This is an optimization exercise on Yosys and OpenROAD, whose aim is small area, a short achievable clock period and few clock cycles, not a production implementation.
Function was checked by simulation only, so behaviour that the tests miss may differ from the original.

===== flow/config.mk =====
export PLATFORM = sky130hd
export DESIGN_NAME = kz_imgdigest
export DESIGN_NICKNAME = kz_imgdigest
export VERILOG_FILES = /design/flow/design.v
export SDC_FILE = /design/flow/constraint.sdc
export NUM_CORES = 4
export LEC_CHECK = 0
export CAP_MARGIN = 20
export CORE_MARGIN = 2
export CORE_UTILIZATION = 60
export CTS_BUF_LIST = sky130_fd_sc_hd__clkbuf_16
export CTS_CLUSTER_DIAMETER = 70
export CTS_CLUSTER_SIZE = 20
export PLACE_DENSITY = 0.7
export SETUP_SLACK_MARGIN = 5
export SLEW_MARGIN = 20
export SYNTH_HIERARCHICAL = 1

===== flow/run.sh =====
#!/bin/bash
# synth_recipe.tcl (not shown) runs the flow's synth.tcl, then flattens the netlist and writes it again
# the make line also repeats each setting of config.mk as NAME=value (left out here)
make -C /OpenROAD-flow-scripts/flow DESIGN_CONFIG=/design/flow/config.mk WORK_HOME=/design/flow/orfs CLKGATE_MAP_FILE= SYNTH_SCRIPT=/design/flow/synth_recipe.tcl finish

===== flow/constraint.sdc =====
create_clock -name core_clock -period 10.0 [get_ports {clk}]
set_input_delay 2.0000 -clock core_clock [delete_from_list [all_inputs] [get_ports {clk}]]
set_output_delay 2.0000 -clock core_clock [all_outputs]
set_load 0.01 [all_outputs]

===== flow/design.v =====
module kz_imgdigest (
    input  wire         clk,
    input  wire         rst,         
    input  wire         in_valid,
    output wire         in_ready,
    input  wire [35:0]  in_w0,       
    input  wire [35:0]  in_w1,       
    input  wire         in_last,     
    output reg          out_valid,   
    output wire [255:0] digest       
);
    function [31:0] rotr(input [31:0] x, input integer n);
        rotr = (x >> n) | (x << (32 - n));
    endfunction
    function [31:0] bsig0(input [31:0] x);
        bsig0 = rotr(x, 2) ^ rotr(x, 13) ^ rotr(x, 22);
    endfunction
    function [31:0] bsig1(input [31:0] x);
        bsig1 = rotr(x, 6) ^ rotr(x, 11) ^ rotr(x, 25);
    endfunction
    function [31:0] ssig0(input [31:0] x);
        ssig0 = rotr(x, 7) ^ rotr(x, 18) ^ (x >> 3);
    endfunction
    function [31:0] ssig1(input [31:0] x);
        ssig1 = rotr(x, 17) ^ rotr(x, 19) ^ (x >> 10);
    endfunction
    function [63:0] csa(input [31:0] x, input [31:0] y, input [31:0] z);
        csa = {((x & y) | (x & z) | (y & z)) << 1, x ^ y ^ z};
    endfunction
    wire [5:0]  kidx;
    reg  [31:0] kt;
    always @* begin
        case (kidx)
            6'd0:  kt = 32'h428a2f98; 6'd1:  kt = 32'h71374491;
            6'd2:  kt = 32'hb5c0fbcf; 6'd3:  kt = 32'he9b5dba5;
            6'd4:  kt = 32'h3956c25b; 6'd5:  kt = 32'h59f111f1;
            6'd6:  kt = 32'h923f82a4; 6'd7:  kt = 32'hab1c5ed5;
            6'd8:  kt = 32'hd807aa98; 6'd9:  kt = 32'h12835b01;
            6'd10: kt = 32'h243185be; 6'd11: kt = 32'h550c7dc3;
            6'd12: kt = 32'h72be5d74; 6'd13: kt = 32'h80deb1fe;
            6'd14: kt = 32'h9bdc06a7; 6'd15: kt = 32'hc19bf174;
            6'd16: kt = 32'he49b69c1; 6'd17: kt = 32'hefbe4786;
            6'd18: kt = 32'h0fc19dc6; 6'd19: kt = 32'h240ca1cc;
            6'd20: kt = 32'h2de92c6f; 6'd21: kt = 32'h4a7484aa;
            6'd22: kt = 32'h5cb0a9dc; 6'd23: kt = 32'h76f988da;
            6'd24: kt = 32'h983e5152; 6'd25: kt = 32'ha831c66d;
            6'd26: kt = 32'hb00327c8; 6'd27: kt = 32'hbf597fc7;
            6'd28: kt = 32'hc6e00bf3; 6'd29: kt = 32'hd5a79147;
            6'd30: kt = 32'h06ca6351; 6'd31: kt = 32'h14292967;
            6'd32: kt = 32'h27b70a85; 6'd33: kt = 32'h2e1b2138;
            6'd34: kt = 32'h4d2c6dfc; 6'd35: kt = 32'h53380d13;
            6'd36: kt = 32'h650a7354; 6'd37: kt = 32'h766a0abb;
            6'd38: kt = 32'h81c2c92e; 6'd39: kt = 32'h92722c85;
            6'd40: kt = 32'ha2bfe8a1; 6'd41: kt = 32'ha81a664b;
            6'd42: kt = 32'hc24b8b70; 6'd43: kt = 32'hc76c51a3;
            6'd44: kt = 32'hd192e819; 6'd45: kt = 32'hd6990624;
            6'd46: kt = 32'hf40e3585; 6'd47: kt = 32'h106aa070;
            6'd48: kt = 32'h19a4c116; 6'd49: kt = 32'h1e376c08;
            6'd50: kt = 32'h2748774c; 6'd51: kt = 32'h34b0bcb5;
            6'd52: kt = 32'h391c0cb3; 6'd53: kt = 32'h4ed8aa4a;
            6'd54: kt = 32'h5b9cca4f; 6'd55: kt = 32'h682e6ff3;
            6'd56: kt = 32'h748f82ee; 6'd57: kt = 32'h78a5636f;
            6'd58: kt = 32'h84c87814; 6'd59: kt = 32'h8cc70208;
            6'd60: kt = 32'h90befffa; 6'd61: kt = 32'ha4506ceb;
            6'd62: kt = 32'hbef9a3f7; default: kt = 32'hc67178f2;
        endcase
    end
    localparam [255:0] IV = {
        32'h6a09e667, 32'hbb67ae85, 32'h3c6ef372, 32'ha54ff53a,
        32'h510e527f, 32'h9b05688c, 32'h1f83d9ab, 32'h5be0cd19
    };
    reg         act;         
    reg         ra;          
    reg  [5:0]  u;           
    reg         nb;          
    reg         fin;         
    reg  [3:0]  sc;          
    reg         fold;        
    reg         pro;         
    reg         foldx;       
    reg         prox;        
    reg         r61;         
    reg         r62;         
    reg         first;       
    reg         rq;          
    reg  [95:0] sq;          
    reg  [3:0]  occ;         
    reg         lastin;      
    reg         padded;      
    reg         late;        
    reg  [27:0] bc;          
    reg         rdy;
    reg  [31:0] R [0:15];    
    reg  [31:0] va, vb, vc, vd, ve, vf, vg, vh;
    reg  [31:0] H0, H1, H2, H3, H4, H5, H6, H7;
    assign in_ready = rdy;
    assign digest   = {H0, H1, H2, H3, H4, H5, H6, H7};
    wire ini    = out_valid | rq;             
    wire idle   = !act;
    wire uz     = (u == 6'd0);
    wire u63    = (u == 6'd63);
    wire umid   = (u >= 6'd1) & (u <= 6'd14);
    wire usch   = (u >= 6'd15) & (u <= 6'd62);
    wire occ4   = (occ >= 4'd4);
    wire avail  = padded | lastin | occ4;
    wire req    = pro | (ra & umid) | (fold & nb);
    wire opt    = (idle | (ra & u63 & !fin)) & avail;
    wire stall  = (sc != 4'd0) | (req & !avail);
    wire ins    = !stall & (req | opt);
    wire acc    = in_valid & rdy;
    wire [127:0] eq = {sq, 8'h80, 24'd0};
    reg  [31:0]  qw;
    always @* begin
        case (occ)
            4'd0:  qw = eq[31:0];
            4'd1:  qw = eq[39:8];
            4'd2:  qw = eq[47:16];
            4'd3:  qw = eq[55:24];
            4'd4:  qw = eq[63:32];
            4'd5:  qw = eq[71:40];
            4'd6:  qw = eq[79:48];
            4'd7:  qw = eq[87:56];
            4'd8:  qw = eq[95:64];
            4'd9:  qw = eq[103:72];
            4'd10: qw = eq[111:80];
            4'd11: qw = eq[119:88];
            default: qw = eq[127:96];
        endcase
    end
    wire lenw  = padded & !late & (u == 6'd14);     
    wire [31:0] mw = padded ? (lenw ? {1'b0, bc, 3'b000} : 32'd0) : qw;
    reg         act_n, ra_n, nb_n, fin_n, lastin_n;
    reg  [5:0]  u_n;
    reg  [3:0]  sc_n, occ_p;
    always @* begin
        act_n = act; ra_n = ra; u_n = u; nb_n = nb; fin_n = fin;
        if (sc != 4'd0)
            sc_n = sc + 4'd1;
        else if (req & !avail)
            sc_n = 4'd1;
        else
            sc_n = 4'd0;
        if (!stall) begin
            if (idle) begin
                if (opt) begin act_n = 1'b1; u_n = 6'd0; end
            end else if (!ra) begin
                ra_n = 1'b1; u_n = 6'd1;
            end else begin
                u_n = u + 6'd1;
                if (u63) nb_n = opt;
                if (uz) begin
                    fin_n = 1'b0;
                    nb_n  = 1'b0;
                    if (!nb) begin act_n = 1'b0; ra_n = 1'b0; u_n = 6'd63; end
                end
            end
        end
        if (ins & lenw) fin_n = 1'b1;
        occ_p = occ;
        if (ins & !padded) occ_p = occ4 ? occ - 4'd4 : 4'd0;
        lastin_n = lastin & !(ins & lenw);
    end
    assign kidx    = u + 6'd1;
    wire occ_n_le3 = (occ_p <= 4'd3);
    wire occ_n_le7 = (occ_p <= 4'd7);
    wire u_n_mid   = (u_n >= 6'd1) & (u_n <= 6'd14);
    wire sure_n    = (sc_n == 4'd0) &
                     (!act_n | (act_n & !ra_n) | (ra_n & u_n_mid) |
                      (ra_n & (u_n == 6'd0) & nb_n) |
                      (ra_n & (u_n == 6'd63) & !fin_n));
    wire rdy_n     = !lastin_n & (occ_n_le3 | (occ_n_le7 & sure_n));
    always @(posedge clk) begin
        if (rst) begin
            act <= 1'b0; ra <= 1'b0; u <= 6'd63; nb <= 1'b0; fin <= 1'b0;
            sc <= 4'd0; out_valid <= 1'b0;
            fold <= 1'b0; pro <= 1'b0; r61 <= 1'b0; r62 <= 1'b0;
            foldx <= 1'b0; prox <= 1'b0;
            first <= 1'b1;
            occ <= 4'd0; lastin <= 1'b0; padded <= 1'b0; late <= 1'b0;
            bc <= 28'd0; rdy <= 1'b0;
        end else begin
            act <= act_n; ra <= ra_n; u <= u_n; nb <= nb_n; fin <= fin_n;
            sc <= sc_n;
            fold <= ra_n & (u_n == 6'd0);
            if (!stall) begin
                foldx <= r62;
                prox  <= idle & opt;
            end
            pro  <= act_n & !ra_n;
            r61  <= ra_n & (u_n == 6'd62);
            r62  <= ra_n & (u_n == 6'd63);
            if (fold & !stall) first <= fin;
            out_valid <= fold & !stall & fin;
            rdy <= rdy_n & !acc;
            occ <= acc ? occ_p + 4'd9 : occ_p;
            if (acc) begin
                bc <= bc + 28'd9;
                if (in_last) lastin <= 1'b1;
            end
            if (ins) begin
                if (!padded) begin
                    if (!occ4) begin
                        padded <= 1'b1;
                        late   <= (u == 6'd13) | (u == 6'd14);
                    end else if (u63) begin
                        late   <= 1'b0;
                    end
                end else if (lenw) begin
                    padded <= 1'b0;
                    lastin <= 1'b0;
                    bc     <= 28'd0;
                    late   <= 1'b0;
                end else if (u63) begin
                    late   <= 1'b0;
                end
            end
        end
    end
    always @(posedge clk)
        if (acc) sq <= {sq[23:0], in_w0, in_w1};
    reg [31:0] kr;           
    always @(posedge clk) begin
        rq <= rst;
        if (!stall) kr <= kt;
    end
    wire [31:0] wsch = ssig1(R[14]) + R[9] + ssig0(R[1]) + R[0];
    integer i;
    always @(posedge clk) begin
        for (i = 0; i < 15; i = i + 1)
            R[i] <= R[i + 1];
        R[15] <= ins ? mw : (stall ? R[0] : wsch);
    end
    reg  [31:0] PA;          
    reg  [31:0] PE;          
    wire [31:0] hx  = foldx ? H6 : (prox ? vh : vg);
    wire [31:0] dx  = foldx ? H2 : (prox ? vd : vc);
    wire [31:0] h0s = first ? IV[255:224] : H0;
    wire [31:0] h0m = r62 ? h0s : 32'd0;
    wire [63:0] cp1 = csa(hx, kr, R[15]);
    wire [63:0] cp2 = csa(cp1[31:0], cp1[63:32], h0m);
    wire [31:0] pan = cp2[31:0] + cp2[63:32];
    wire [63:0] cq2 = csa(cp1[31:0], cp1[63:32], dx);
    wire [31:0] pen = cq2[31:0] + cq2[63:32];
    wire [31:0] h4f = (fold & first) ? IV[127:96] : H4;
    wire [31:0] h4e = fold ? h4f : 32'd0;
    wire [31:0] ch  = (ve & vf) ^ (~ve & vg);
    wire [31:0] s1  = bsig1(ve);
    wire [31:0] s0  = bsig0(va);
    wire [31:0] maj = (va & vb) ^ (va & vc) ^ (vb & vc);
    wire [63:0] ca1 = csa(maj, ch, PA);
    wire [63:0] ca2 = csa(s1, s0, ca1[31:0]);
    wire [63:0] ca3 = csa(ca2[31:0], ca2[63:32], ca1[63:32]);
    wire [31:0] an;
    kz_add32 u_adda (.a(ca3[31:0]), .b(ca3[63:32]), .s(an));
    wire [63:0] ce1 = csa(ch, PE, h4e);
    wire [63:0] ce2 = csa(s1, ce1[31:0], ce1[63:32]);
    wire [31:0] en;
    kz_add32 u_adde (.a(ce2[31:0]), .b(ce2[63:32]), .s(en));
    wire [31:0] iva = r61 ? IV[159:128] : (r62 ? IV[191:160] : IV[223:192]);
    wire [31:0] ive = r61 ? IV[31:0]    : (r62 ? IV[63:32]   : IV[95:64]);
    wire [31:0] sa  = (first ? iva : H3) + va;
    wire [31:0] se  = (first ? ive : H7) + ve;
    wire        hen = (r61 | r62 | fold) & !stall;
    wire [255:0] rn = fold ? {an, sa, H1, H2, en, se, H5, H6}
                           : {an, va, vb, vc, en, ve, vf, vg};
    wire         ld = ini;
    always @(posedge clk) begin
        if (!stall) begin
            PA <= pan;
            PE <= pen;
        end
        if (ld | (ra & !stall))
            {va, vb, vc, vd, ve, vf, vg, vh} <= ld ? IV : rn;
        if (fold & !stall) begin
            H0 <= an;
            H4 <= en;
        end
        if (hen) begin
            H1 <= sa; H2 <= H1; H3 <= H2;
            H5 <= se; H6 <= H5; H7 <= H6;
        end
    end
endmodule
module kz_add32 (
    input  wire [31:0] a,
    input  wire [31:0] b,
    output wire [31:0] s
);
    wire [31:0] g0, p0, g1, p1, g2, p2, g3, p3, g4, p4, g5;
    kz_pg        u0 (.a(a), .b(b), .g(g0), .p(p0));
    kz_ks #(1)   u1 (.gi(g0), .pi(p0), .go(g1), .po(p1));
    kz_ks #(2)   u2 (.gi(g1), .pi(p1), .go(g2), .po(p2));
    kz_ks #(4)   u3 (.gi(g2), .pi(p2), .go(g3), .po(p3));
    kz_ks #(8)   u4 (.gi(g3), .pi(p3), .go(g4), .po(p4));
    kz_ksg #(16) u5 (.gi(g4), .pi(p4), .go(g5));
    assign s = p0 ^ {g5[30:0], 1'b0};
endmodule
module kz_pg (
    input  wire [31:0] a,
    input  wire [31:0] b,
    output wire [31:0] g,
    output wire [31:0] p
);
    assign g = a & b;
    assign p = a ^ b;
endmodule
module kz_ks #(parameter D = 1) (
    input  wire [31:0] gi,
    input  wire [31:0] pi,
    output wire [31:0] go,
    output wire [31:0] po
);
    genvar k;
    generate
        for (k = 0; k < 32; k = k + 1) begin : n
            if (k >= D) begin : c
                assign go[k] = gi[k] | (pi[k] & gi[k - D]);
                assign po[k] = pi[k] & pi[k - D];
            end else begin : t
                assign go[k] = gi[k];
                assign po[k] = pi[k];
            end
        end
    endgenerate
endmodule
module kz_ksg #(parameter D = 16) (
    input  wire [31:0] gi,
    input  wire [31:0] pi,
    output wire [31:0] go
);
    genvar k;
    generate
        for (k = 0; k < 32; k = k + 1) begin : n
            if (k >= D) begin : c
                assign go[k] = gi[k] | (pi[k] & gi[k - D]);
            end else begin : t
                assign go[k] = gi[k];
            end
        end
    endgenerate
endmodule

==> results of run 1 <==
-- layer usage --
| metal | part of all wire, % | GRT usage (%) | vias up |
|---|---|---|---|
| met2 | 43 | 63.14 | 4015 |
| met5 | 0.027 | 0 | - |
| met4 | 6.4 | 21.36 | 12 |
| met3 | 13 | 11.24 | 774 |
| met1 | 37 | 58.12 | 25900 |
| li1 | - | - | 22170 |
-- layout by cell type (no fill, tap or decap), drive strengths merged, types with 26 or more instances in the layout --
master / instances
a211oi: 31
a21o: 347
a21oi: 271
a221oi: 41
a222oi: 26
a22o: 28
a22oi: 77
a31oi: 47
and2: 239
and3: 37
buf: 99
clkbuf: 95
clkdlybuf4s50: 333
dfxtp: 571
edfxtp: 704
fa: 311
ha: 242
inv: 540
mux2i: 264
nand2: 363
nand2b: 26
nand3: 89
nor2: 377
nor2b: 34
nor3: 59
o211ai: 49
o21a: 35
o21ai: 338
or2: 30
or3: 51
xnor2: 352
xor2: 134
-- path summary, 6_finish.rpt --
path                          end  slack (ns)  cells after the start
max reg2reg  va[26]$_SDFFCE_PP0P_        4.97                     13
max          va[26]$_SDFFCE_PP0P_        4.97                     13
min             R[12][31]$_DFF_P_        0.31                      0
min reg2reg     R[12][31]$_DFF_P_        0.31                      0
-- cell type report --
type / count / area, µm² / share of cell area, %
timing repair buffer: 434 / 4259 / 5.542
clock buffer: 94 / 2352 / 3.061
clock inverter: 64 / 820.8 / 1.068
multi-input combinational: 4127 / 33030 / 42.98
inverter: 500 / 1893 / 2.463
tap: 1512 / 1892 / 2.461
sequential: 1275 / 32610 / 42.42
-- what timing repair did --
item                                    4_1_cts  5_1_grt
buffers inserted                             12       16
pin swaps                                     3        8
endpoints found under the setup margin      134       59
cloned                                        2        1
gates resized for setup                      60       65
hold buffers                                  0        0
-- through the flow --
stage	setup WS [ns]	cells
after global placement	3.942	7816
after CTS	5.003	7989
final	4.974	8006
after floorplan	3.321	6270
after global routing	4.883	8006
after detailed placement	3.894	7817
==> run notes, run 1 <==
worst-skew pair later-pin latency=0.73 ns; count of input and output buffers=333; routed wirelength normalized by instance count=31.83 µm; number of core rows=between 100 and 150; critical setup path kind=reg -> reg; worst stage delay on the critical path=about 0.70 ns; pin count of the biggest net entering global routing=about 150; detailed router's first-iteration violation count=8,773; Largest register FFs=512; CTS max path bufs=3; number of antenna repair diodes=0; mean area per synthesized cell=about 11 µm²; worst hold path startpoint=R[13][31]$_DFF_P_; Die H=342.2 µm; largest registers=R (512), sq (96); cell repeated most along the worst path=sky130_fd_sc_hd__a21o_1; pins over their slew limit=0; Critical Path Slowest Stage Cell=sky130_fd_sc_hd__mux2i_2; utilization after layout=67.49%; routed vias=52,870; GPL Wtd Cong=~1.0; Die X-Extent=342.2 µm; placed standard-cell area=between 70,000 and 80,000 µm²; synthesized instance count=6,268; endpoints failing hold=0; antenna violations before repair=11; final hold slack=0.3122 ns; via count of the first global-routing pass=49,860; net count of the finished layout=7,060; worst reg2reg path startpoint=ve[12]$_SDFFCE_PP1P_; core footprint=113,900 µm²; data arrival at the endpoint of the critical path=5.60 ns; DR DRC count=0; Vias/cell=6.603; HPWL after detailed placement=between 150 and 200 mm; Cell Area, Synth=68,630 µm²; max-cap viol count=0; clock transition at the registers of the reported paths=around 0.090 ns; Critical Path, Cell by Cell=mux2i_2 -> fa_1 -> inv_1 -> fa_1 -> fa_1 -> ha_1 -> and2_1 -> a21o_1 -> a21o_1 -> a21o_1 -> a21o_1 -> xor2_1 -> and2_1; type of the worst min-delay path=reg -> reg; actual transition at the worst max-transition pin=1.201 ns; overall routing resource usage=between 40% and 50%; Critical Path Sink Type=register; total overflow reported by the global router=0; aggregate negative setup slack=0 ns; level count of the clock H-tree=3; required arrival time at the worst endpoint=between 10 and 15 ns; CTS buffer count=93; clock period minus worst slack=a little over 5 ns; fill count=8,592; TritonCTS clock tree=built; count of pins on the block boundary=334; category of cells accounting for the largest share of critical-path delay=adder cells; starting utilization of the core area=60.26%; count of nets left with antenna violations after detail routing=0; Detailed Route WL=254.8 mm; Synth Warn #=8; final instance area=76,860 µm²; worst-case headroom to the max-slew limit=19.91%; proportion of layout cells with a drive suffix above 1=6.175%; Area Growth Syn to Fin=11.99%; Setup crit start=ve[12]$_SDFFCE_PP1P_; total buffers and inverters traversed by the critical path=1; register with the most flip-flops=R; full die area=117,100 µm²; wire length of the first global-routing pass=356.9 mm; run status=complete, no violations; Worst Path Max Fanout=6; number of iterations in the first detailed-routing pass=9; setup repair after global routing missed its margin=yes; setup clock skew after layout=0.04889 ns; final period utilization=50.26%; Clock Tree Root=sky130_fd_sc_hd__clkbuf_16; Num Clock Sinks=roughly 1,300; max frequency=0.1990 GHz; count of final setup violators=0; type of element launching the critical path=register
Testbench counts, summed over its fixed seeds: cycles 98,488.
==> run 2, diff against run 1 <==
==> flow/config.mk (replaced) <==
export PLATFORM = sky130hd
export DESIGN_NAME = kz_imgdigest
export DESIGN_NICKNAME = kz_imgdigest
export VERILOG_FILES = /design/flow/design.v
export SDC_FILE = /design/flow/constraint.sdc
export NUM_CORES = 4
export LEC_CHECK = 0
export CAP_MARGIN = 20
export CORE_MARGIN = 2
export CORE_UTILIZATION = 40
export SETUP_SLACK_MARGIN = 5
export SLEW_MARGIN = 20
export SYNTH_HIERARCHICAL = 1
==> run notes, run 2 <==
total overflow reported by the global router=0 (unchanged); post-layout instance count excluding filler cells=8,870 (was 8,006); proportion of layout cells with a drive suffix above 1=7.764% (was 6.175%); detailed router's first-iteration violation count=6,474 (was 8,773); setup clock skew after layout=0.02985 ns (was 0.04889 ns); CTS max path bufs=3 (unchanged); level count of the clock H-tree=4 (was 3); pin count of the biggest net entering global routing=138 (was 145); mean area per synthesized cell=10.95 µm² (unchanged); type of element launching the critical path=register (unchanged); Worst Path Max Fanout=6 (unchanged); number of placed instances, taps included=8,548 (was 7,817); endpoints failing hold=0 (unchanged); Clock Tree Root=sky130_fd_sc_hd__clkbuf_16 (unchanged); Num Clock Sinks=1,275 (unchanged); actual transition at the worst max-transition pin=1.345 ns (was 1.201 ns); data arrival at the endpoint of the critical path=5.62 ns (was 5.60 ns); Post-Place Setup Slack=3.917 ns (was 3.894 ns); area of the multi-input gates=33,190 µm² (was 33,030 µm²); clock period minus worst slack=5.073 ns (was 5.026 ns); Largest register FFs=512 (unchanged); wire length of the first global-routing pass=367.9 mm (was 356.9 mm); starting utilization of the core area=40.14% (was 60.26%); count of final setup violators=0 (unchanged); type of the worst min-delay path=reg -> reg (unchanged); largest registers=R (512), sq (96) (unchanged); count of pins on the block boundary=334 (unchanged); Critical Path Sink Type=register (unchanged); pins over their slew limit=0 (unchanged); GPL Wtd Cong=1.047 (was 1.045); Area Growth Syn to Fin=16.68% (was 11.99%); most frequent cells in the layout=sky130_fd_sc_hd__edfxtp_1, sky130_fd_sc_hd__dfxtp_1, sky130_fd_sc_hd__inv_1 (unchanged); max-cap viol count=0 (unchanged); Die H=418.2 µm (was 342.2 µm); Cell Area, Synth=68,630 µm² (unchanged); routed vias=51,560 (was 52,870); clock transition at the registers of the reported paths=0.06 ns (was 0.09 ns); fill count=15,670 (was 8,592); worst-case headroom to the max-slew limit=9.383% (was 19.91%); CTS buffer count=144 (was 93); DR DRC count=0 (unchanged); TritonCTS clock tree=built (unchanged); sequential standard cell area=32,600 µm² (was 32,610 µm²); required arrival time at the worst endpoint=10.55 ns (was 10.57 ns); worst-skew pair later-pin latency=0.82 ns (was 0.73 ns); via count of the first global-routing pass=49,350 (was 49,860); Vias/cell=5.813 (was 6.603); number of iterations in the first detailed-routing pass=10 (was 9); Detailed Route WL=262.5 mm (was 254.8 mm); Synth Warn #=8 (unchanged); setup repair after global routing missed its margin=yes (unchanged); max frequency=0.1971 GHz (was 0.1990 GHz); full die area=174,900 µm² (was 117,100 µm²); routed wirelength normalized by instance count=29.59 µm (was 31.83 µm); count of nets left with antenna violations after detail routing=0 (unchanged); HPWL after detailed placement=201.1 mm (was 192.3 mm); final period utilization=50.73% (was 50.26%); antenna violations before repair=13 (was 11); net count of the finished layout=7,143 (was 7,060); most common cell after layout, fill and taps aside=sky130_fd_sc_hd__edfxtp_1 (unchanged); core footprint=171,000 µm² (was 113,900 µm²); number of core rows=152 (was 124); overall routing resource usage=29.46% (was 42.63%); synthesized instance count=6,268 (unchanged); fin worst setup slack=4.927 ns (was 4.974 ns); run status=complete, no violations (unchanged); count of input and output buffers=333 (unchanged); critical setup path kind=reg -> reg (unchanged); Die X-Extent=418.2 µm (was 342.2 µm); aggregate negative setup slack=0 ns (unchanged); register with the most flip-flops=R (unchanged)
==> run 2: cell types whose count changed in the layout (fill, tap and decap cells not counted), sizes merged, moves of 4 or more <==
cell    previous run  this run
inv              540       510
clkbuf            95       191
buf               99       132
clkinv            16        51
bufinv             6        13
diode              0         4
==> run 2: per-stage QoR <==
step	hold slack (ns)	cell area [µm²]	util [%]
detailed placement	0.3121	73910	43.23
global placement	0.3096	73910	43.23
global route	0.3208	80060	46.83
finish	0.3169	80070	46.83
floorplan	0.3096	68730	-
CTS	0.3117	79390	46.43
==> run 2: worst max-delay path, cell delays in order, from the launching register on <==
cell and delay (ns):
sky130_fd_sc_hd__edfxtp_1 0.77, sky130_fd_sc_hd__xnor2_1 0.19, sky130_fd_sc_hd__xnor2_1 0.84, sky130_fd_sc_hd__fa_1 0.59
sky130_fd_sc_hd__fa_1 0.45, sky130_fd_sc_hd__ha_1 0.38, sky130_fd_sc_hd__a21o_1 0.21, sky130_fd_sc_hd__a21o_1 0.21
sky130_fd_sc_hd__a21o_1 0.19, sky130_fd_sc_hd__a21o_1 0.18, sky130_fd_sc_hd__a21o_1 0.25, sky130_fd_sc_hd__xor2_1 0.22
sky130_fd_sc_hd__or3_1 0.32
==> run 2: area by class of cell <==
class                   instances  share of cell area, %
clock inverters                76                  1.281
well taps                    2233                  3.489
multi-input cells            4126                  41.46
repair buffers                467                  5.735
diodes                          4                0.01250
clock buffers                 189                  4.953
flip-flops and latches       1275                  40.71
inverters                     500                  2.366
==> run 2: metal layers <==
layer	global-route usage, %	vias up	wire length, µm	part of all wire, %
met5	0	-	69	0.026
met4	12.37	12	12260	4.7
met3	6.681	461	25300	9.6
met2	44.16	2728	114700	44
met1	40.91	25970	110100	42
li1	-	22400	-	-
==> run 2: timing repair <==
action                     CTS  global route
setup endpoints to repair  174            37
gates resized for setup     82            57
hold buffers                 0             0
cloned                       0             1
pin swaps                    0             5
buffers inserted            10            41
==> run 2: final timing paths <==
| check | from | to | slack (ns) | cells past startpoint |
|---|---|---|---|---|
| min reg2reg | R[4][6]$_DFF_P_ | R[3][6]$_DFF_P_ | 0.32 | 0 |
| min | R[4][6]$_DFF_P_ | R[3][6]$_DFF_P_ | 0.32 | 0 |
| max reg2reg | ve[22]$_SDFFCE_PP0P_ | va[27]$_SDFFCE_PP1P_ | 4.93 | 12 |
| max | ve[22]$_SDFFCE_PP0P_ | va[27]$_SDFFCE_PP1P_ | 4.93 | 12 |
==> run 3, diff against run 2 <==
==> flow/flow/run.sh (new file) <==
#!/bin/bash
set -uo pipefail
bash standard.sh \
  "BUFFER_PORTS_ARGS=-buffer_cell sky130_fd_sc_hd__buf_2" \
  "CTS_ARGS=-sink_clustering_enable -repair_clock_nets -dont_use_dummy_load -sink_clustering_size 20 -sink_clustering_max_diameter 70 -buf_list sky130_fd_sc_hd__clkbuf_16" \
  SETUP_SLACK_MARGIN=5.8 \
  finish > standard_make.log 2>&1
==> flow/standard.sh (new file) <==
#!/bin/bash
# synth_recipe.tcl (not shown) runs the flow's synth.tcl, then flattens the netlist and writes it again
# the make line also repeats each setting of config.mk as NAME=value (left out here)
make -C /OpenROAD-flow-scripts/flow DESIGN_CONFIG=/design/flow/config.mk WORK_HOME=/design/flow/orfs CLKGATE_MAP_FILE= SYNTH_SCRIPT=/design/flow/synth_recipe.tcl "${@:-finish}"
--- a/flow/config.mk
+++ b/flow/config.mk
@@ -7,7 +7,9 @@
 export LEC_CHECK = 0
 export CAP_MARGIN = 20
 export CORE_MARGIN = 2
-export CORE_UTILIZATION = 40
-export SETUP_SLACK_MARGIN = 5
+export CORE_UTILIZATION = 50
+export CTS_BUF_LIST = sky130_fd_sc_hd__clkbuf_16
+export CTS_CLUSTER_DIAMETER = 70
+export CTS_CLUSTER_SIZE = 20
 export SLEW_MARGIN = 20
 export SYNTH_HIERARCHICAL = 1
removed: flow/run.sh
==> run notes, run 3 <==
Cells on Worst Hold Path=0 (unchanged); clock period minus worst slack=4.590 ns (was 5.073 ns); hold buffer count at cts=0 (unchanged); largest registers=R (512), sq (96) (unchanged); net count of the finished layout=7,308 (was 7,143); CTS max path bufs=3 (unchanged); Num Clock Sinks=1,275 (unchanged); starting utilization of the core area=50.53% (was 40.14%); required arrival time at the worst endpoint=10.42 ns (was 10.55 ns); worst-case headroom to the max-slew limit=10.14% (was 9.383%); Largest register FFs=512 (unchanged); Detailed Route WL=267.5 mm (was 262.5 mm); GPL Wtd Cong=1.027 (was 1.047); post-layout instance count excluding filler cells=8,462 (was 8,870); number of iterations in the first detailed-routing pass=10 (unchanged); proportion of layout cells with a drive suffix above 1=19.31% (was 7.764%); final hold slack=0.2503 ns (was 0.3169 ns); clock transition at the registers of the reported paths=0.08 ns (was 0.06 ns); fill count=11,570 (was 15,670); Vias/cell=6.267 (was 5.813); pin count of the biggest net entering global routing=78 (was 138); level count of the clock H-tree=3 (was 4); Clock Tree Root=sky130_fd_sc_hd__clkbuf_16 (unchanged); Cell Area, Synth=68,630 µm² (unchanged); TritonCTS clock tree=built (unchanged); register with the most flip-flops=R (unchanged); minimum setup slack among reg-to-reg paths=5.41 ns (was 4.93 ns); most common cell after layout, fill and taps aside=sky130_fd_sc_hd__edfxtp_1 (unchanged); Synth Warn #=8 (unchanged); run status=complete, no violations (unchanged); actual transition at the worst max-transition pin=1.334 ns (was 1.345 ns); Reg2Reg Depth=12 (unchanged); type of the worst min-delay path=reg -> reg (unchanged); utilization after layout=58.66% (was 46.83%); max frequency=0.2179 GHz (was 0.1971 GHz); Die H=374.5 µm (was 418.2 µm); data arrival at the endpoint of the critical path=5.01 ns (was 5.62 ns); Die X-Extent=374.5 µm (was 418.2 µm); HPWL after detailed placement=199.7 mm (was 201.1 mm); routed wirelength normalized by instance count=31.61 µm (was 29.59 µm); via count of the first global-routing pass=49,250 (was 49,350); CTS buffer count=97 (was 144); aggregate negative setup slack=0 ns (unchanged); routed vias=53,030 (was 51,560); number of core rows=135 (was 152); worst-skew pair later-pin latency=0.77 ns (was 0.82 ns); count of pins on the block boundary=334 (unchanged); final period utilization=45.90% (was 50.73%); detailed router's first-iteration violation count=7,895 (was 6,474); count of nets left with antenna violations after detail routing=0 (unchanged); max-cap viol count=0 (unchanged); overall routing resource usage=37.05% (was 29.46%); most frequent cells in the layout=sky130_fd_sc_hd__edfxtp_1, sky130_fd_sc_hd__dfxtp_1, sky130_fd_sc_hd__inv_1 (unchanged); count of final setup violators=0 (unchanged); critical setup path kind=reg -> reg (unchanged); mean area per synthesized cell=10.95 µm² (unchanged); DR DRC count=0 (unchanged); Worst Path Max Fanout=4 (was 6); setup clock skew after layout=0.1177 ns (was 0.02985 ns); full die area=140,200 µm² (was 174,900 µm²); setup repair after global routing missed its margin=yes (unchanged); number of placed instances, taps included=8,096 (was 8,548); antenna violations before repair=16 (was 13); total overflow reported by the global router=0 (unchanged); final instance area=79,670 µm² (was 80,070 µm²); type of element launching the critical path=register (unchanged); wire length of the first global-routing pass=370.2 mm (was 367.9 mm); endpoints failing hold=0 (unchanged); pins over their slew limit=0 (unchanged); count of input and output buffers=333 (unchanged); placed standard-cell area=71,790 µm² (was 73,910 µm²); Critical Path Sink Type=register (unchanged); Area Growth Syn to Fin=16.09% (was 16.68%); synthesized instance count=6,268 (unchanged); core footprint=135,800 µm² (was 171,000 µm²)
## run 3: critical path, stage by stage (launching register included)
cell                       delay (ns)
sky130_fd_sc_hd__edfxtp_1        0.53
sky130_fd_sc_hd__buf_12          0.22
sky130_fd_sc_hd__xnor2_1         0.74
sky130_fd_sc_hd__fa_1            0.56
sky130_fd_sc_hd__fa_1            0.55
sky130_fd_sc_hd__ha_4            0.25
sky130_fd_sc_hd__and2_1          0.21
sky130_fd_sc_hd__a21o_1          0.23
sky130_fd_sc_hd__a21o_1          0.19
sky130_fd_sc_hd__a21o_1          0.15
sky130_fd_sc_hd__a21o_1          0.21
sky130_fd_sc_hd__xor2_2          0.17
sky130_fd_sc_hd__or3_1           0.30
## run 3: worst paths after layout
check | from | endpoint
hold reg to reg | R[6][15]$_DFF_P_ | R[5][15]$_DFF_P_
hold / removal | R[6][15]$_DFF_P_ | R[5][15]$_DFF_P_
setup reg to reg | ve[29]$_SDFFCE_PP0P_ | va[29]$_SDFFCE_PP1P_
setup / recovery | ve[29]$_SDFFCE_PP0P_ | va[29]$_SDFFCE_PP1P_
## run 3: repair_timing
item | CTS | global route
gates resized for setup | 441 | 203
cloned | 4 | 3
setup buffers | 194 | 64
setup endpoints to repair | 698 | 297
pin swaps | 127 | 125
## run 3: final cells by class
| class | count | area (µm²) | share of cell area [%] |
|---|---|---|---|
| inverter | 500 | 1898 | 2.383 |
| tap | 1781 | 2228 | 2.797 |
| antenna | 4 | 10.01 | 0.01256 |
| multi-input combinational | 4126 | 35460 | 44.51 |
| timing repair inverter | 1 | 5.005 | 0.006282 |
| sequential | 1275 | 32690 | 41.04 |
| timing repair buffer | 678 | 4946 | 6.208 |
| clock buffer | 97 | 2427 | 3.047 |
## run 3: routing by layer
| metal | part of all wire, % | global-route usage, % | routed length [µm] |
|---|---|---|---|
| met1 | 42 | 53.96 | 111200 |
| met3 | 11 | 7.139 | 28530 |
| met4 | 5.5 | 15.86 | 14760 |
| met5 | 0.033 | 0 | 89 |
| met2 | 42 | 53.80 | 112900 |
## run 3: stage by stage
stage	setup WS, ns
6_report	5.410
4_1_cts	5.505
3_5_place_dp	4.350
2_1_floorplan	3.321
5_1_grt	5.330
3_3_place_gp	4.368
==> run 4, diff against run 3 <==
==> flow/flow/run.sh (replaced) <==
#!/bin/bash
set -uo pipefail
bash standard.sh \
  "BUFFER_PORTS_ARGS=-buffer_cell sky130_fd_sc_hd__buf_2" \
  "CTS_ARGS=-sink_clustering_enable -repair_clock_nets -dont_use_dummy_load -sink_clustering_size 20 -sink_clustering_max_diameter 70 -buf_list sky130_fd_sc_hd__clkbuf_16" \
  SETUP_SLACK_MARGIN=5.4 \
  finish > standard_make.log 2>&1
==> run notes, run 4 <==
Largest register FFs=512 (unchanged); net count of the finished layout=7,228 (was 7,308); category of cells accounting for the largest share of critical-path delay=adder cells (unchanged); HPWL after detailed placement=204.1 mm (was 199.7 mm); number of core rows=135 (unchanged); worst-skew pair later-pin latency=0.76 ns (was 0.77 ns); worst stage delay on the critical path=0.72 ns (was 0.74 ns); wire length of the first global-routing pass=372.1 mm (was 370.2 mm); proportion of layout cells with a drive suffix above 1=15.19% (was 19.31%); antenna violations before repair=14 (was 16); Critical Path, Cell by Cell=buf_4 -> buf_4 -> xnor2_1 -> fa_1 -> fa_1 -> ha_1 -> a21o_1 -> a21o_1 -> a21o_1 -> a21o_1 -> a21o_1 -> xor2_1 -> or3_1 (was buf_12 -> xnor2_1 -> fa_1 -> fa_1 -> ha_4 -> and2_1 -> a21o_1 -> a21o_1 -> a21o_1 -> a21o_1 -> xor2_2 -> or3_1); hold buffer count at cts=0 (unchanged); most frequent cells in the layout=sky130_fd_sc_hd__edfxtp_1, sky130_fd_sc_hd__dfxtp_1, sky130_fd_sc_hd__inv_1 (unchanged); full die area=140,200 µm² (unchanged); max-cap viol count=0 (unchanged); setup repair after global routing missed its margin=yes (unchanged); fill count=11,840 (was 11,570); cell repeated most along the worst path=sky130_fd_sc_hd__a21o_1 (unchanged); pin count of the biggest net entering global routing=142 (was 78); type of element launching the critical path=register (unchanged); final period utilization=46.50% (was 45.90%); CTS buffer count=100 (was 97); Critical Path Sink Type=register (unchanged); data arrival at the endpoint of the critical path=5.13 ns (was 5.01 ns); Num Clock Sinks=1,275 (unchanged); setup clock skew after layout=0.1174 ns (was 0.1177 ns); detailed router's first-iteration violation count=7,611 (was 7,895); number of iterations in the first detailed-routing pass=6 (was 10); register with the most flip-flops=R (unchanged); max frequency=0.2151 GHz (was 0.2179 GHz); count of input and output buffers=333 (unchanged); routed vias=52,210 (was 53,030); Detailed Route WL=268.4 mm (was 267.5 mm); via count of the first global-routing pass=48,960 (was 49,250); Worst Path Max Fanout=3 (was 4); aggregate negative setup slack=0 ns (unchanged); critical setup path kind=reg -> reg (unchanged); Die X-Extent=374.5 µm (unchanged); type of the worst min-delay path=reg -> reg (unchanged); run status=complete, no violations (unchanged); CTS max path bufs=3 (unchanged); Setup crit start=ve[26]$_SDFFCE_PP0P_ (was ve[29]$_SDFFCE_PP0P_); count of final setup violators=0 (unchanged); Critical Path Slowest Stage Cell=sky130_fd_sc_hd__xnor2_1 (unchanged); Metal-1 WL=111.9 mm (was 111.2 mm); core footprint=135,800 µm² (unchanged); total buffers and inverters traversed by the critical path=2 (was 1); clock transition at the registers of the reported paths=0.08 ns (about the same); overall routing resource usage=37.37% (was 37.05%); Max Used Layer=met5 (unchanged); minimum setup slack among reg-to-reg paths=5.35 ns (was 5.41 ns); Die H=374.5 µm (unchanged); utilization after layout=56.93% (was 58.66%); CP Depth=13 (was 12); met3 layer wire length in the routed design=27.56 mm (was 28.53 mm); count of pins on the block boundary=334 (unchanged); endpoint of the worst register-to-register path=va[29]$_SDFFCE_PP1P_ (unchanged); actual transition at the worst max-transition pin=1.213 ns (was 1.334 ns); TritonCTS clock tree=built (unchanged); met2 wire len=115.7 mm (was 112.9 mm); mean area per synthesized cell=10.95 µm² (unchanged); Area Growth Syn to Fin=12.65% (was 16.09%); count of nets left with antenna violations after detail routing=0 (unchanged); DR DRC count=0 (unchanged); routed wirelength normalized by instance count=32.01 µm (was 31.61 µm); required arrival time at the worst endpoint=10.48 ns (was 10.42 ns); clock period minus worst slack=4.650 ns (was 4.590 ns); largest registers=R (512), sq (96) (unchanged); final hold slack=0.2730 ns (was 0.2503 ns); worst-case headroom to the max-slew limit=18.31% (was 10.14%); GPL Wtd Cong=1.017 (was 1.027); starting utilization of the core area=50.53% (unchanged); Clock Tree Root=sky130_fd_sc_hd__clkbuf_16 (unchanged); Cell Area, Synth=68,630 µm² (unchanged); most common cell after layout, fill and taps aside=sky130_fd_sc_hd__edfxtp_1 (unchanged); Reg2Reg Depth=13 (was 12); Vias/cell=6.226 (was 6.267); endpoints failing hold=0 (unchanged); synthesized instance count=6,268 (unchanged); pins over their slew limit=0 (unchanged); worst reg2reg path startpoint=ve[26]$_SDFFCE_PP0P_ (was ve[29]$_SDFFCE_PP0P_); level count of the clock H-tree=3 (unchanged); Synth Warn #=8 (unchanged); endpoint of the worst setup timing path=va[29]$_SDFFCE_PP1P_ (unchanged); total overflow reported by the global router=0 (unchanged)
run 4: cell type report:
class	instances	area [µm²]	share of cell area, %
Clock buffer	100	2502	3.237
Sequential cell	1275	32640	42.22
Timing Repair Buffer	596	3954	5.114
Multi-Input combinational cell	4126	34070	44.07
Inverter	500	1902	2.460
Antenna cell	7	17.52	0.02266
Tap cell	1781	2228	2.882
run 4: worst register-to-register path: stages, from the launching register on:
cell and delay, ns:
sky130_fd_sc_hd__edfxtp_1 0.51, sky130_fd_sc_hd__buf_4 0.22, sky130_fd_sc_hd__buf_4 0.16, sky130_fd_sc_hd__xnor2_1 0.72
sky130_fd_sc_hd__fa_1 0.58, sky130_fd_sc_hd__fa_1 0.41, sky130_fd_sc_hd__ha_1 0.21, sky130_fd_sc_hd__a21o_1 0.19
sky130_fd_sc_hd__a21o_1 0.21, sky130_fd_sc_hd__a21o_1 0.23, sky130_fd_sc_hd__a21o_1 0.23, sky130_fd_sc_hd__a21o_1 0.20
sky130_fd_sc_hd__xor2_1 0.21, sky130_fd_sc_hd__or3_1 0.33
run 4: metrics by stage:
step	cell area, µm²	worst slack, ns	instances
2_1_floorplan	68750	3.321	6270
3_5_place_dp	71720	4.266	8096
5_1_grt	77290	5.202	8378
6_report	77310	5.350	8385
3_3_place_gp	71700	4.392	8095
4_1_cts	75990	5.228	8308
run 4: repair_timing:
action                     CTS  global route
pin swaps                   11            65
setup endpoints to repair  233           437
gates resized for setup    199           153
gates cloned                 1             0
setup buffers              111            69
run 4: layer usage:
metal  vias up  track usage, %
li1      22440               -
met1     26130           53.97
met2      3134           55.00
met3       488           7.387
met4         8           15.14
met5         -               0
run 4: how the worst min path moves through the flow:
stage,from,depth (start not counted),end
after detailed placement,R[12][14]$_DFF_P_,0,R[11][14]$_DFF_P_
after global routing,R[5][15]$_DFF_P_,0,R[4][15]$_DFF_P_
final,R[5][15]$_DFF_P_,0,R[4][15]$_DFF_P_
after floorplan,R[11][0]$_DFF_P_,0,R[10][0]$_DFF_P_
after CTS,R[5][15]$_DFF_P_,0,R[4][15]$_DFF_P_
after global placement,R[4][28]$_DFF_P_,0,R[3][28]$_DFF_P_
==> run 5, diff against run 4 <==
--- a/flow/design.v
+++ b/flow/design.v
@@ -238,9 +238,11 @@
     wire [31:0] h0m = r62 ? h0s : 32'd0;
     wire [63:0] cp1 = csa(hx, kr, R[15]);
     wire [63:0] cp2 = csa(cp1[31:0], cp1[63:32], h0m);
-    wire [31:0] pan = cp2[31:0] + cp2[63:32];
+    wire [31:0] pan;
+    kz_add32 u_addpa (.a(cp2[31:0]), .b(cp2[63:32]), .s(pan));
     wire [63:0] cq2 = csa(cp1[31:0], cp1[63:32], dx);
-    wire [31:0] pen = cq2[31:0] + cq2[63:32];
+    wire [31:0] pen;
+    kz_add32 u_addpe (.a(cq2[31:0]), .b(cq2[63:32]), .s(pen));
     wire [31:0] h4f = (fold & first) ? IV[127:96] : H4;
     wire [31:0] h4e = fold ? h4f : 32'd0;
     wire [31:0] ch  = (ve & vf) ^ (~ve & vg);
==> run notes, run 5 <==
via count of the first global-routing pass=48,640 (was 48,960); Largest register FFs=512 (unchanged); Detailed Route WL=266.2 mm (was 268.4 mm); detailed router's first-iteration violation count=7,310 (was 7,611); count of final setup violators=0 (unchanged); overall routing resource usage=36.07% (was 37.37%); core footprint=139,700 µm² (was 135,800 µm²); Critical Path Sink Type=register (unchanged); clock transition at the registers of the reported paths=0.08 ns (about the same); total buffers and inverters traversed by the critical path=1 (was 2); DR DRC count=0 (unchanged); routed vias=52,110 (was 52,210); Critical Path, Cell by Cell=buf_4 -> xnor2_1 -> xnor2_1 -> fa_1 -> fa_1 -> ha_1 -> and2_1 -> and2_1 -> and2_1 -> and2_1 -> a21o_1 -> xor2_1 -> or3_1 (was buf_4 -> buf_4 -> xnor2_1 -> fa_1 -> fa_1 -> ha_1 -> a21o_1 -> a21o_1 -> a21o_1 -> a21o_1 -> a21o_1 -> xor2_1 -> or3_1); total overflow reported by the global router=0 (unchanged); pins over their slew limit=0 (unchanged); CTS max path bufs=3 (unchanged); placed standard-cell area=73,010 µm² (was 71,720 µm²); endpoints failing hold=0 (unchanged); setup clock skew after layout=0.1216 ns (was 0.1174 ns); Synth Warn #=8 (unchanged); CTS buffer count=95 (was 100); fill count=12,100 (was 11,840); worst stage delay on the critical path=0.63 ns (was 0.72 ns); worst reg2reg path startpoint=ve[5]$_SDFFCE_PP1P_ (was ve[26]$_SDFFCE_PP0P_); HPWL after detailed placement=204.7 mm (was 204.1 mm); Critical Path Slowest Stage Cell=sky130_fd_sc_hd__xnor2_1 (unchanged); count of pins on the block boundary=334 (unchanged); number of core rows=137 (was 135); Die X-Extent=379.4 µm (was 374.5 µm); most frequent cells in the layout=sky130_fd_sc_hd__edfxtp_1, sky130_fd_sc_hd__a21o_1, sky130_fd_sc_hd__dfxtp_1 (was sky130_fd_sc_hd__edfxtp_1, sky130_fd_sc_hd__dfxtp_1, sky130_fd_sc_hd__inv_1); register with the most flip-flops=R (unchanged); starting utilization of the core area=50.44% (was 50.53%); Area Growth Syn to Fin=11.15% (was 12.65%); mean area per synthesized cell=10.95 µm² (about the same); run status=complete, no violations (unchanged); proportion of layout cells with a drive suffix above 1=14.18% (was 15.19%); level count of the clock H-tree=3 (unchanged); data arrival at the endpoint of the critical path=5.03 ns (was 5.13 ns); type of element launching the critical path=register (unchanged); worst-case headroom to the max-slew limit=7.584% (was 18.31%); count of input and output buffers=333 (unchanged); category of cells accounting for the largest share of critical-path delay=adder cells (unchanged); Clock Tree Root=sky130_fd_sc_hd__clkbuf_16 (unchanged); busiest metal layer after global routing=met2 (unchanged); final instance area=78,330 µm² (was 77,310 µm²); GPL Wtd Cong=1.028 (was 1.017); Worst Path Max Fanout=5 (was 3); max-cap viol count=0 (unchanged); Vias/cell=6.083 (was 6.226); Die H=379.4 µm (was 374.5 µm); met3 Track Usage GR=6.061% (was 7.387%); setup repair after global routing missed its margin=yes (unchanged); GR Util met2=53.46% (was 55.00%); full die area=143,900 µm² (was 140,200 µm²); largest registers=R (512), sq (96) (unchanged); synthesized instance count=6,435 (was 6,268); required arrival time at the worst endpoint=10.46 ns (was 10.48 ns); cell repeated most along the worst path=sky130_fd_sc_hd__and2_1 (was sky130_fd_sc_hd__a21o_1); count of nets left with antenna violations after detail routing=0 (unchanged); final hold slack=0.2540 ns (was 0.2730 ns); aggregate negative setup slack=0 ns (unchanged); Cell Area, Synth=70,470 µm² (was 68,630 µm²); antenna violations before repair=20 (was 14); final period utilization=45.71% (was 46.50%); worst-skew pair later-pin latency=0.78 ns (was 0.76 ns); met1 routing resource usage after global routing=52.69% (was 53.97%); TritonCTS clock tree=built (unchanged); wire length of the first global-routing pass=365.3 mm (was 372.1 mm); clock period minus worst slack=4.571 ns (was 4.650 ns); Setup crit start=ve[5]$_SDFFCE_PP1P_ (was ve[26]$_SDFFCE_PP0P_); routed wirelength normalized by instance count=31.07 µm (was 32.01 µm); critical setup path kind=reg -> reg (unchanged); most common cell after layout, fill and taps aside=sky130_fd_sc_hd__edfxtp_1 (unchanged); type of the worst min-delay path=reg -> reg (unchanged); net count of the finished layout=7,321 (was 7,228); Num Clock Sinks=1,275 (unchanged); actual transition at the worst max-transition pin=1.372 ns (was 1.213 ns); pin count of the biggest net entering global routing=148 (was 142); max frequency=0.2188 GHz (was 0.2151 GHz); worst hold path startpoint=R[7][31]$_DFF_P_ (was R[5][15]$_DFF_P_); number of iterations in the first detailed-routing pass=6 (unchanged)
[run 5: layout make-up]
| class | count | area (µm²) | area share (%) |
|---|---|---|---|
| antenna | 4 | 10.01 | 0.01278 |
| clock buffer | 95 | 2377 | 3.035 |
| inverter | 418 | 1588 | 2.027 |
| multi-input combinational | 4320 | 35500 | 45.33 |
| sequential | 1275 | 32680 | 41.72 |
| tap | 1876 | 2347 | 2.997 |
| timing repair buffer | 578 | 3821 | 4.879 |
[run 5: per-stage QoR]
step / instances / util, % / setup slack (ns)
2_1_floorplan: 6439 / - / 3.736
3_3_place_gp: 8288 / 52.26 / 4.327
3_5_place_dp: 8288 / 52.26 / 4.184
4_1_cts: 8473 / 55.00 / 5.242
5_1_grt: 8562 / 56.06 / 5.269
6_report: 8566 / 56.07 / 5.429
[run 5: layer usage]
layer / part of all wire (%) / wire [µm]
met5: 0.011 / 28
met3: 9.1 / 24240
met4: 4.7 / 12590
met1: 43 / 114900
met2: 43 / 114400
[run 5: what timing repair did]
action | 4_1_cts | 5_1_grt
gates cloned | 0 | 2
buffers inserted | 90 | 87
hold buffers | 0 | 0
gates resized for setup | 183 | 129
pin swaps | 1 | 42
endpoints found under the setup margin | 434 | 264
[run 5: final timing paths]
| path | end | slack [ns] | cells past startpoint |
|---|---|---|---|
| setup / recovery | va[27]$_SDFFCE_PP1P_ | 5.43 | 13 |
| hold / removal | R[6][31]$_DFF_P_ | 0.25 | 0 |
| hold reg to reg | R[6][31]$_DFF_P_ | 0.25 | 0 |
| setup reg to reg | va[27]$_SDFFCE_PP1P_ | 5.43 | 13 |
Testbench counts of run 5, summed over its fixed seeds: cycles 98,488.
==> run 6, diff against run 5 <==
--- a/flow/design.v
+++ b/flow/design.v
@@ -238,11 +238,9 @@
     wire [31:0] h0m = r62 ? h0s : 32'd0;
     wire [63:0] cp1 = csa(hx, kr, R[15]);
     wire [63:0] cp2 = csa(cp1[31:0], cp1[63:32], h0m);
-    wire [31:0] pan;
-    kz_add32 u_addpa (.a(cp2[31:0]), .b(cp2[63:32]), .s(pan));
+    wire [31:0] pan = cp2[31:0] + cp2[63:32];
     wire [63:0] cq2 = csa(cp1[31:0], cp1[63:32], dx);
-    wire [31:0] pen;
-    kz_add32 u_addpe (.a(cq2[31:0]), .b(cq2[63:32]), .s(pen));
+    wire [31:0] pen = cq2[31:0] + cq2[63:32];
     wire [31:0] h4f = (fold & first) ? IV[127:96] : H4;
     wire [31:0] h4e = fold ? h4f : 32'd0;
     wire [31:0] ch  = (ve & vf) ^ (~ve & vg);
==> flow/flow/run.sh (replaced) <==
#!/bin/bash
# The standard layout (standard.sh), with two changes to how it is made:
#  - the port buffers are buf_2 cells instead of the delay buffers that
#    buffer_ports picks on its own (every port still gets its buffer);
#  - clock tree synthesis without dummy loads (same clustering and buffer
#    list as config.mk).
# make's full output goes to standard_make.log; each ORFS step writes its
# own log under orfs/logs.
set -uo pipefail
bash standard.sh \
  "BUFFER_PORTS_ARGS=-buffer_cell sky130_fd_sc_hd__buf_2" \
  "CTS_ARGS=-sink_clustering_enable -repair_clock_nets -dont_use_dummy_load -sink_clustering_size 20 -sink_clustering_max_diameter 70 -buf_list sky130_fd_sc_hd__clkbuf_16" \
  finish > standard_make.log 2>&1
--- a/flow/config.mk
+++ b/flow/config.mk
@@ -11,5 +11,6 @@
 export CTS_BUF_LIST = sky130_fd_sc_hd__clkbuf_16
 export CTS_CLUSTER_DIAMETER = 70
 export CTS_CLUSTER_SIZE = 20
+export SETUP_SLACK_MARGIN = 5
 export SLEW_MARGIN = 20
 export SYNTH_HIERARCHICAL = 1
==> run notes, run 6 <==
core footprint=135,800 µm² (was 139,700 µm²); Vias/cell=6.221 (was 6.083); Reg2Reg Depth=13 (unchanged); Die X-Extent=374.5 µm (was 379.4 µm); worst hold path startpoint=R[5][24]$_DFF_P_ (was R[7][31]$_DFF_P_); Cells on Worst Hold Path=0 (unchanged); max-cap viol count=0 (unchanged); Die H=374.5 µm (was 379.4 µm); count of nets left with antenna violations after detail routing=0 (unchanged); fill count=11,920 (was 12,100); Synth Warn #=8 (unchanged); clock period minus worst slack=5.006 ns (was 4.571 ns); count of final setup violators=0 (unchanged); TritonCTS clock tree=built (unchanged); number of iterations in the first detailed-routing pass=8 (was 6); number of core rows=135 (was 137); detailed router's first-iteration violation count=7,818 (was 7,310); end point of the worst hold path=R[4][24]$_DFF_P_ (was R[6][31]$_DFF_P_); count of input and output buffers=333 (unchanged); routed vias=51,210 (was 52,110); total overflow reported by the global router=0 (unchanged); HPWL after detailed placement=199.6 mm (was 204.7 mm); mean area per synthesized cell=10.95 µm² (about the same); data arrival at the endpoint of the critical path=5.62 ns (was 5.03 ns); hold buffer count at cts=0 (unchanged); run status=complete, no violations (unchanged); worst-skew pair later-pin latency=0.78 ns (about the same); proportion of layout cells with a drive suffix above 1=10.91% (was 14.18%); final hold slack=0.2661 ns (was 0.2540 ns); Cell Area, Synth=68,630 µm² (was 70,470 µm²); Clock Tree Root=sky130_fd_sc_hd__clkbuf_16 (unchanged); GPL Wtd Cong=1.019 (was 1.028); final period utilization=50.06% (was 45.71%); setup clock skew after layout=0.1295 ns (was 0.1216 ns); critical setup path kind=reg -> reg (unchanged); most common cell after layout, fill and taps aside=sky130_fd_sc_hd__edfxtp_1 (unchanged); synthesized instance count=6,268 (was 6,435); net count of the finished layout=7,077 (was 7,321); starting utilization of the core area=50.53% (was 50.44%); Critical Path Sink Type=register (unchanged); Num Clock Sinks=1,275 (unchanged); pin count of the biggest net entering global routing=142 (was 148); type of the worst min-delay path=reg -> reg (unchanged); largest registers=R (512), sq (96) (unchanged); CTS max path bufs=3 (unchanged); pins over their slew limit=0 (unchanged); DR DRC count=0 (unchanged); count of pins on the block boundary=334 (unchanged); endpoints failing hold=0 (unchanged); max frequency=0.1998 GHz (was 0.2188 GHz); setup repair after global routing missed its margin=yes (unchanged); aggregate negative setup slack=0 ns (unchanged); clock transition at the registers of the reported paths=0.08 ns (about the same); worst reg2reg path startpoint=r62$_SDFF_PP0_ (was ve[5]$_SDFFCE_PP1P_); type of element launching the critical path=register (unchanged); most frequent cells in the layout=sky130_fd_sc_hd__edfxtp_1, sky130_fd_sc_hd__dfxtp_1, sky130_fd_sc_hd__inv_1 (was sky130_fd_sc_hd__edfxtp_1, sky130_fd_sc_hd__a21o_1, sky130_fd_sc_hd__dfxtp_1); via count of the first global-routing pass=47,380 (was 48,640); minimum setup slack among reg-to-reg paths=4.99 ns (was 5.43 ns); CTS buffer count=100 (was 95); wire length of the first global-routing pass=358.6 mm (was 365.3 mm); register with the most flip-flops=R (unchanged); actual transition at the worst max-transition pin=1.233 ns (was 1.372 ns); final instance area=75,070 µm² (was 78,330 µm²); full die area=140,200 µm² (was 143,900 µm²); level count of the clock H-tree=3 (unchanged); overall routing resource usage=35.94% (was 36.07%); antenna violations before repair=14 (was 20); placed standard-cell area=71,750 µm² (was 73,010 µm²); Worst Path Max Fanout=22 (was 5); required arrival time at the worst endpoint=10.62 ns (was 10.46 ns); Area Growth Syn to Fin=9.391% (was 11.15%); Detailed Route WL=258.9 mm (was 266.2 mm); worst-case headroom to the max-slew limit=16.95% (was 7.584%); endpoint of the worst register-to-register path=vb[25]$_SDFFCE_PP1P_ (was va[27]$_SDFFCE_PP1P_); Largest register FFs=512 (unchanged); routed wirelength normalized by instance count=31.46 µm (was 31.07 µm)
run 6: cell types whose count changed in the layout (fill, tap and decap cells not counted), sizes merged, moves of 52 or more:
cell,delta
inv,+82
xor2,-57
a21oi,+52
buf,-133
and2,-192
a21o,-221
run 6: layer usage:
| metal | wire length [µm] | vias up | track usage (%) |
|---|---|---|---|
| met1 | 108500 | 25540 | 52.08 |
| li1 | - | 22120 | - |
| met3 | 26860 | 473 | 7.029 |
| met4 | 12180 | 4 | 13.57 |
| met5 | 23 | - | 0 |
| met2 | 111400 | 3072 | 53.23 |
run 6: worst max-delay path by stage:
stage	from	endpoint	slack [ns]	cells after the start
final	r62$_SDFF_PP0_	vb[25]$_SDFFCE_PP1P_	4.99	13
after global routing	prox$_SDFFE_PP0N_	PE[31]$_DFFE_PN_	4.88	19
after CTS	ve[27]$_SDFFCE_PP0P_	va[30]$_SDFFCE_PP1P_	5.00	13
after detailed placement	prox$_SDFFE_PP0N_	PE[30]$_DFFE_PN_	4.16	16
after global placement	prox$_SDFFE_PP0N_	PE[31]$_DFFE_PN_	4.19	20
after floorplan	u[0]$_SDFF_PP1_	va[0]$_SDFFCE_PP1P_	3.32	10
run 6: critical path: stages (launching register included):
cell	delay, ns
sky130_fd_sc_hd__dfxtp_1	0.31
sky130_fd_sc_hd__buf_4	0.34
sky130_fd_sc_hd__nand3b_1	0.88
sky130_fd_sc_hd__o21a_1	0.40
sky130_fd_sc_hd__ha_1	0.44
sky130_fd_sc_hd__and4_1	0.29
sky130_fd_sc_hd__nand4_1	0.16
sky130_fd_sc_hd__a211o_1	0.36
sky130_fd_sc_hd__a211o_1	0.33
sky130_fd_sc_hd__a21oi_1	0.30
sky130_fd_sc_hd__nor2_1	0.14
sky130_fd_sc_hd__o21ai_0	0.23
sky130_fd_sc_hd__xor2_1	0.50
sky130_fd_sc_hd__a21bo_2	0.23
run 6: what timing repair did:
action                                  CTS  global route
endpoints found under the hold margin     0             0
endpoints found under the setup margin   71           224
gates cloned                              0             3
buffers inserted                          7            17
pin swaps                                 0             6
resized for setup                        61            60
run 6: cell type report:
class	instances	area (µm²)	area share (%)
antenna	4	10.01	0.01333
clock buffer	100	2502	3.333
inverter	500	1891	2.518
multi-input combinational	4126	33090	44.08
sequential	1275	32600	43.42
tap	1781	2228	2.968
timing repair buffer	445	2749	3.662
run 6: stage by stage:
stage               setup WS [ns]  utilization, %  cells
finish                      4.994           55.28   8231
CTS                         5.001           54.88   8207
floorplan                   3.321               -   6270
detailed placement          4.164           52.83   8100
global route                4.883           55.27   8227
global placement            4.193           52.83   8100
Testbench counts of run 6, summed over its fixed seeds: cycles 98,488.

[static timing again, ports no longer ideal]
No port has a modelled driver above. Below, the same layouts with a new extraction and two added sets of constraints.
Step 1 assumes that a clkbuf_16 drives the clock port and a buf_2 every other input.
Step 2 also shifts input and output timing later by t, the mid clock arrival at the registers, as if the neighbouring blocks saw the same clock.
Three values: no drivers, after step 1, after step 2; two values: the first two.
| run | shift t [ns] | setup slack, ns | clock arrival spread, ns | worst register clock-pin slew, ns |
|---|---|---|---|---|
| run 1 | 0.794 | 4.974 / 4.974 / 4.974 | 0.054 / 0.053 | 0.09 / 0.09 |
| run 2 | 0.886 | 4.927 / 4.927 / 4.927 | 0.036 / 0.036 | 0.07 / 0.07 |
| run 3 | 0.787 | 5.410 / 5.410 / 5.410 | 0.124 / 0.124 | 0.08 / 0.08 |
| run 4 | 0.784 | 5.350 / 5.350 / 5.350 | 0.118 / 0.118 | 0.09 / 0.09 |
| run 5 | 0.809 | 5.429 / 5.429 / 5.429 | 0.125 / 0.125 | 0.09 / 0.09 |
| run 6 | 0.793 | 4.994 / 4.994 / 4.994 | 0.142 / 0.142 | 0.09 / 0.09 |
After both steps every run listed still meets setup and hold.
